This is an optimization exercise on Yosys and OpenROAD, whose aim is small area, not a production implementation. The RTL was checked by simulation tests, not by an equivalence proof against the original design. No activity file was given, so power comes from the tool's default toggle rates.

Design dfu_unit, start of the top module:
module dfu_unit (
    input  wire        clk,
    input  wire        rst,           
    input  wire [1:0]  mode,          
    input  wire [20:0] dec_d,         
    input  wire        sync,          
    input  wire        corr_we,
    input  wire [1:0]  corr_m,
    input  wire [15:0] corr_ofs,
    input  wire [15:0] corr_gain,
    input  wire        corr_commit,
    input  wire        in_valid,
    input  wire [11:0] in_code,
    input  wire [1:0]  in_member,
    input  wire [3:0]  in_flags,      
    output wire        o_valid,
    output wire [31:0] o_index,
    output wire [15:0] o_lo,
    output wire [15:0] o_hi,
    output wire [31:0] o_h32,
    output wire [11:0] o_p12,
    output wire [4:0]  o_flags,       
    output reg  [31:0] sat_count
);
    localparam M_SAMPLE = 2'd0, M_PEAK = 2'd1, M_ENV = 2'd2, M_HIRES = 2'd3;
    genvar gi;
    integer i;
    reg [15:0] sh_ofs  [0:3];
    reg [15:0] ef_ofs  [0:3];
    reg [15:0] sh_gain [0:3];
    reg [15:0] ef_gain [0:3];
    reg [3:0]  sh_def, ef_def;
    reg        commit_d;
    wire [3:0] wr;
    generate for (gi = 0; gi < 4; gi = gi + 1) begin : g_corr
        assign wr[gi] = corr_we & (corr_m == gi);
        wire [15:0] sh_ofs_n = sh_ofs[gi] ^ ({16{wr[gi]}} & (sh_ofs[gi] ^ corr_ofs));
        always @(posedge clk) begin
            sh_ofs[gi] <= sh_ofs_n;
            if (corr_commit) ef_ofs[gi] <= sh_ofs_n;
            if (wr[gi]) sh_gain[gi] <= corr_gain;
            if (commit_d) ef_gain[gi] <= sh_gain[gi];
        end
    end endgenerate
    always @(posedge clk) begin
        commit_d <= corr_commit;
        if (rst) begin
            sh_def <= 4'hf;
            ef_def <= 4'hf;
        end else begin
            sh_def <= sh_def & ~wr;
            if (corr_commit) ef_def <= sh_def & ~wr;
        end
    end
    wire        dflt = ef_def[in_member];
    wire [15:0] ofs  = dflt ? 16'd0 : ef_ofs[in_member];
    wire [16:0] y1;
    dfu_add #(.W(17)) u_sub (
        .a({in_code[11], in_code, 4'b0000}), .b(~{ofs[15], ofs}), .ci(1'b1), .s(y1), .co());
    reg [16:0] p_y1;
    reg [1:0]  p_m;
    reg        p_dflt;
    reg [3:0]  p_flags;
  ...
==> flow/config.mk <==
export PLATFORM = sky130hd
export DESIGN_NAME = dfu_unit
export DESIGN_NICKNAME = dfu_unit
export VERILOG_FILES = /design/flow/design.v
export SDC_FILE = /design/flow/constraint.sdc
export NUM_CORES = 4
export LEC_CHECK = 0
export ABC_AREA = 1
export CAP_MARGIN = 20
export CORE_MARGIN = 2
export CORE_UTILIZATION = 40
export CTS_CLUSTER_DIAMETER = 80
export CTS_CLUSTER_SIZE = 30
export PLACE_DENSITY = 0.6
export SLEW_MARGIN = 20
==> flow/constraint.sdc <==
create_clock -name core_clock -period 14.0 [get_ports {clk}]
set_input_delay 2.8000 -clock core_clock [delete_from_list [all_inputs] [get_ports {clk}]]
set_output_delay 2.8000 -clock core_clock [all_outputs]
set_load 0.01 [all_outputs]
standard.sh (not shown) runs the stock make flow with config.mk's settings and CLKGATE_MAP_FILE= SYNTH_SCRIPT=/design/flow/synth_recipe.tcl, a recipe that flattens the netlist after the stock synthesis.
==> flow/flow/run.sh <==
#!/bin/bash
# Layout flow: the standard ORFS flow, with two changes that leave the design's
# function and registers as the standard synthesis makes them:
#  - after the standard synthesis, flow/polar.py moves inverters out of the netlist
#    (full adders taken in complemented form, gates swapped for complemented twins);
#  - the buffers that global placement puts on every input and output port are the
#    smallest buffer cell, buf_1.
# Each step's output goes to a log file of its own in this folder.
set -euo pipefail
export BUFFER_PORTS_ARGS="-buffer_cell sky130_fd_sc_hd__buf_1"
R=orfs/results/sky130hd/dfu_unit/base
bash standard.sh synth > flow_synth.log 2>&1
cp "$R/1_2_yosys.v" synth_standard.v
python3 flow/polar.py synth_standard.v "$R/1_2_yosys.v" > flow_polar.log 2>&1
rm -f "$R/1_synth.odb" "$R/1_synth.sdc"
bash standard.sh finish > flow_layout.log 2>&1
Other scripts of this flow, unchanged in this note and not shown: flow/flow/polar.py
==> next run, changes <==
==> flow/flow/run.sh (replaced) <==
#!/bin/bash
# Layout flow: the standard ORFS flow with three changes that keep the design's
# registers exactly as the standard synthesis makes them:
#  - synthesis is the standard one (synth_recipe.tcl, ABC_AREA 1) except that ABC's
#    area script maps with "amap" and leaves buffering and sizing to the placer;
#  - after synthesis, flow/polar.py moves inverters out of the netlist (full adders
#    taken in complemented form, gates swapped for complemented twins);
#  - the buffers that global placement puts on every port are buf_1.
# Each step's output goes to a log file of its own in this folder.
set -euo pipefail
export BUFFER_PORTS_ARGS="-buffer_cell sky130_fd_sc_hd__buf_1"
R=orfs/results/sky130hd/dfu_unit/base
rm -rf scripts_synth
cp -r "$FLOW_HOME/scripts" scripts_synth
printf 'strash\ndch -f\namap\ntopo\nstime -c\n' > scripts_synth/abc_area.script
bash standard.sh SCRIPTS_DIR="$PWD/scripts_synth" synth > flow_synth.log 2>&1
cp "$R/1_2_yosys.v" synth_netlist.v
python3 flow/polar.py synth_netlist.v "$R/1_2_yosys.v" > flow_polar.log 2>&1
rm -f "$R/1_synth.odb" "$R/1_synth.sdc"
bash standard.sh finish > flow_layout.log 2>&1
- CTS_CLUSTER_DIAMETER: 80 -> 100
=> The changed run finished with timing, DRC and antenna clean. Non-clock buffer count is lower by 5. Die area shrinks by 4.0%. Core utilization is higher by 0.43 points. Flip-flop and latch count is unchanged. Sequential power is about the same. Total power came out lower by 4.1%. Count of clock-buffer cells in the layout grows by 2.
==> next run, changes <==
- CTS_CLUSTER_DIAMETER: 100 -> 80
The new run completed without violations.
Cell count hardly moves.
Final area went up by 0.70%.
Wire length went down by 0.90%.
Via count went down by 0.58%.
Fmax barely changes.
Worst setup slack gains 0.015 ns.
Global-route usage hardly moves.

---

v53:
Another version of the RTL of dfu_unit (not shown whole).
Size in the first run: roughly 2500 cells after synthesis, roughly 230 I/O pins, roughly 28000 um2 of cells after synthesis.
export LEC_CHECK = 0
export CAP_MARGIN = 20
export CORE_MARGIN = 2
export CORE_UTILIZATION = 40
export PLACE_DENSITY = 0.6
export SLEW_MARGIN = 20
create_clock -name core_clock -period 14.0 [get_ports {clk}]
run.sh (not shown) runs the stock make flow with config.mk's settings and CLKGATE_MAP_FILE= SYNTH_SCRIPT=/design/flow/synth_recipe.tcl, a recipe that flattens the netlist after the stock synthesis.
Stock flow here: none of the scripts above is used.
v53 reached the final stage; the timing, DRC and antenna checks on its layout passed.
#### Input delta (v34 over v53)
Settings: CORE_UTILIZATION changed from 40 to 65; PLACE_DENSITY changed from 0.6 to 0.75; CTS_BUF_LIST newly set to sky130_fd_sc_hd__clkbuf_4.
| global-route met1 utilization | v34 vs v53 | 15 points higher |. Sort v34 and v53 by minimum setup slack in the final design desc -> top: v53. v34: total detailed-routing wirelength lower than v53. v34 ends up with a clock period minus worst slack that is 0.079 ns higher than in v53. Diff v34 and v53: number of antenna violations at the first check in global routing lower in v34. Changes observed in v34 relative to v53: register-to-register slack dropped 0.26 ns, detailed-route wire length on metal 1 down 11%. Against v53, v34 comes in 110 um2 higher on area used by multi-input combinational logic. Compared with v53, v34 supports a lower clock frequency. Between v34 and v53, slew at the pin closest to its max-slew limit is higher for v53, v34 comes in under that.
For v17, these inputs were changed with respect to v34:
Settings: CTS_BUF_LIST no longer set, was sky130_fd_sc_hd__clkbuf_4; CTS_CLUSTER_DIAMETER now 60, previously not set; CORE_UTILIZATION now 40, was 65; CTS_CLUSTER_SIZE now 40, previously not set; PLACE_DENSITY now 0.6, was 0.75.
==> flow/flow/run.sh (new file) <==
#!/bin/bash
# Layout flow: the standard ORFS flow (standard synthesis, floorplan, power grid,
# tap cells, placement, CTS, routing), with the port buffers that global placement
# inserts on every input and output made the smallest buffer cell, buf_1.
set -euo pipefail
export BUFFER_PORTS_ARGS="-buffer_cell sky130_fd_sc_hd__buf_1"
bash standard.sh finish > standard_flow.log 2>&1
==> flow/standard.sh (new file) <==
#!/bin/bash
# synth_recipe.tcl (not shown) runs the flow's synth.tcl, then flattens the netlist and writes it again
# the make line also repeats each setting of config.mk as NAME=value (left out here)
make -C /OpenROAD-flow-scripts/flow DESIGN_CONFIG=/design/flow/config.mk WORK_HOME=/design/flow/orfs CLKGATE_MAP_FILE= SYNTH_SCRIPT=/design/flow/synth_recipe.tcl "${@:-finish}"
removed: flow/run.sh
### Flow results
Every stage of the flow completed for v17, and the final layout passed the timing, DRC and antenna checks. Summary — via count of the first global-routing pass, v17 relative to v34: lower, by 1011. Relative to v34, the sequential fraction of total cell area of v17 is higher by 1.8 points. v17: portion of total power attributed to combinational logic is 1.5 points lower than what v34 reported. v17 vs. v34: core outline area rose by about 60%, time the worst path needs with I/O delays and setup fell by 0.16 ns.
### v17 -> v51
Settings: CTS_CLUSTER_SIZE removed (was 40); CTS_CLUSTER_DIAMETER removed (was 60).
- Diff v17 -> v51 | number of detailed-routing iterations run before antenna repair | decrease of 2
- Compared with v17, v51 is the more power-hungry design.
- Changes observed in v51 relative to v17: critical path depth roughly the same, minimum clock period higher.
- The run showing the greater total inserted antenna cells is v51.
- Compared with v17, in v51 wire length of the first global-routing pass went up 0.37%; worst setup slack fell by 0.012 ns; upper clock frequency limit neither gained nor lost much.

---

Starting RTL as in the previous note.
==> flow/config.mk <==
export PLATFORM = sky130hd
export DESIGN_NAME = dfu_unit
export DESIGN_NICKNAME = dfu_unit
export VERILOG_FILES = /design/flow/design.v
export SDC_FILE = /design/flow/constraint.sdc
export NUM_CORES = 4
export LEC_CHECK = 0
export ABC_AREA = 1
export CAP_MARGIN = 5
export CORE_MARGIN = 2
export CORE_UTILIZATION = 40
export CTS_CLUSTER_DIAMETER = 80
export CTS_CLUSTER_SIZE = 30
export PLACE_DENSITY = 0.6
export SLEW_MARGIN = 5
==> flow/constraint.sdc <==
create_clock -name core_clock -period 14.0 [get_ports {clk}]
set_input_delay 2.8000 -clock core_clock [delete_from_list [all_inputs] [get_ports {clk}]]
set_output_delay 2.8000 -clock core_clock [all_outputs]
set_load 0.01 [all_outputs]
standard.sh (not shown) runs the stock make flow with config.mk's settings and CLKGATE_MAP_FILE= SYNTH_SCRIPT=/design/flow/synth_recipe.tcl, a recipe that flattens the netlist after the stock synthesis.
==> flow/flow/run.sh <==
#!/bin/bash
# Layout flow: the standard ORFS flow, with two changes that leave the design's
# function and registers as the standard synthesis makes them:
#  - after the standard synthesis, flow/polar.py moves inverters out of the netlist
#    (full adders taken in complemented form, gates swapped for complemented twins);
#  - the buffers that global placement puts on every input and output port are the
#    smallest buffer cell, buf_1.
# Each step's output goes to a log file of its own in this folder.
set -euo pipefail
export BUFFER_PORTS_ARGS="-buffer_cell sky130_fd_sc_hd__buf_1"
R=orfs/results/sky130hd/dfu_unit/base
bash standard.sh synth > flow_synth.log 2>&1
cp "$R/1_2_yosys.v" synth_standard.v
python3 flow/polar.py synth_standard.v "$R/1_2_yosys.v" > flow_polar.log 2>&1
rm -f "$R/1_synth.odb" "$R/1_synth.sdc"
bash standard.sh finish > flow_layout.log 2>&1
Other scripts of this flow, unchanged in this note and not shown: flow/flow/polar.py
Then changed:
CAP_MARGIN = 20   (was 5)
GPL_TIMING_DRIVEN = 0   (was unset)
SLEW_MARGIN = 20   (was 5)
What happened: Via count went up by a few percent. Setup slack is worse by 0.016 ns. Design area grows slightly. Count of clock-buffer cells in the layout decreases by 2. Utilization goes up by 0.43 points. Hold slack hardly moves. Maximum frequency hardly moves.

---

dfu_unit again, from the RTL that the note above started with.
clock: 14.0 ns
lec_check: 0
cap_margin: 20
core_margin: 2
core_utilization: 40
cts_cluster_diameter: 80
cts_cluster_size: 30
place_density: 0.6
slew_margin: 20
==> flow/flow/run.sh <==
#!/bin/bash
# Layout flow: the standard ORFS flow (standard synthesis, floorplan, power grid,
# tap cells, placement, CTS, routing), with the port buffers that global placement
# inserts on every input and output made the smallest buffer cell, buf_1.
set -euo pipefail
export BUFFER_PORTS_ARGS="-buffer_cell sky130_fd_sc_hd__buf_1"
bash standard.sh finish > standard_flow.log 2>&1
Change:
ABC_AREA = 1   (was not set)
Clock skew shrinks by 0.015 ns.
Worst hold slack loses 0.0068 ns.
Utilization rises by 0.10 points.
Cell count rises by 11%.

==> static timing again, ports no longer ideal <==
The flow's constraints put no driver on any port. The routed layouts listed below were extracted and timed again, unchanged, in two steps.
Step 1 assumes that a clkbuf_16 drives the clock port and a buf_2 every other input.
Step 2 moves the port delays by t, midway between the first and last clock arrival at a register: inputs arrive t later, outputs are due t later. That takes back most of the time a late clock gives input paths.
Slacks: ideal ports / drivers / drivers and shift; pairs: ideal ports / drivers.
run	t, ns	slack for setup (ns)	clock arrival spread, ns	slew at the worst register clock pin (ns)
the first run of note 1	0.651	0.575 / 0.575 / 0.575	0.031 / 0.031	0.11 / 0.11
the second run of note 1	0.626	0.786 / 0.786 / 0.786	0.032 / 0.032	0.11 / 0.11
the third run of note 1	0.645	0.801 / 0.801 / 0.801	0.038 / 0.038	0.11 / 0.11
v53	0.643	0.439 / 0.414 / 0.414	0.035 / 0.035	0.06 / 0.06
v34	0.910	0.359 / 0.334 / 0.334	0.064 / 0.064	0.08 / 0.08
v17	0.631	0.520 / 0.499 / 0.499	0.048 / 0.048	0.09 / 0.09
v51	0.652	0.508 / 0.487 / 0.487	0.027 / 0.026	0.07 / 0.07
the first run of note 3	0.643	0.434 / 0.408 / 0.408	0.035 / 0.035	0.11 / 0.11
the second run of note 3	0.637	0.417 / 0.384 / 0.384	0.035 / 0.035	0.11 / 0.11
the first run of note 4	0.635	0.507 / 0.486 / 0.486	0.060 / 0.061	0.11 / 0.11
the second run of note 4	0.639	0.665 / 0.644 / 0.644	0.040 / 0.041	0.11 / 0.11
After both steps setup and hold are still met in every run listed. For the second run of note 3, which loses most, drivers alone change the setup slack by -0.033 ns; drivers and shift together by -0.033 ns.
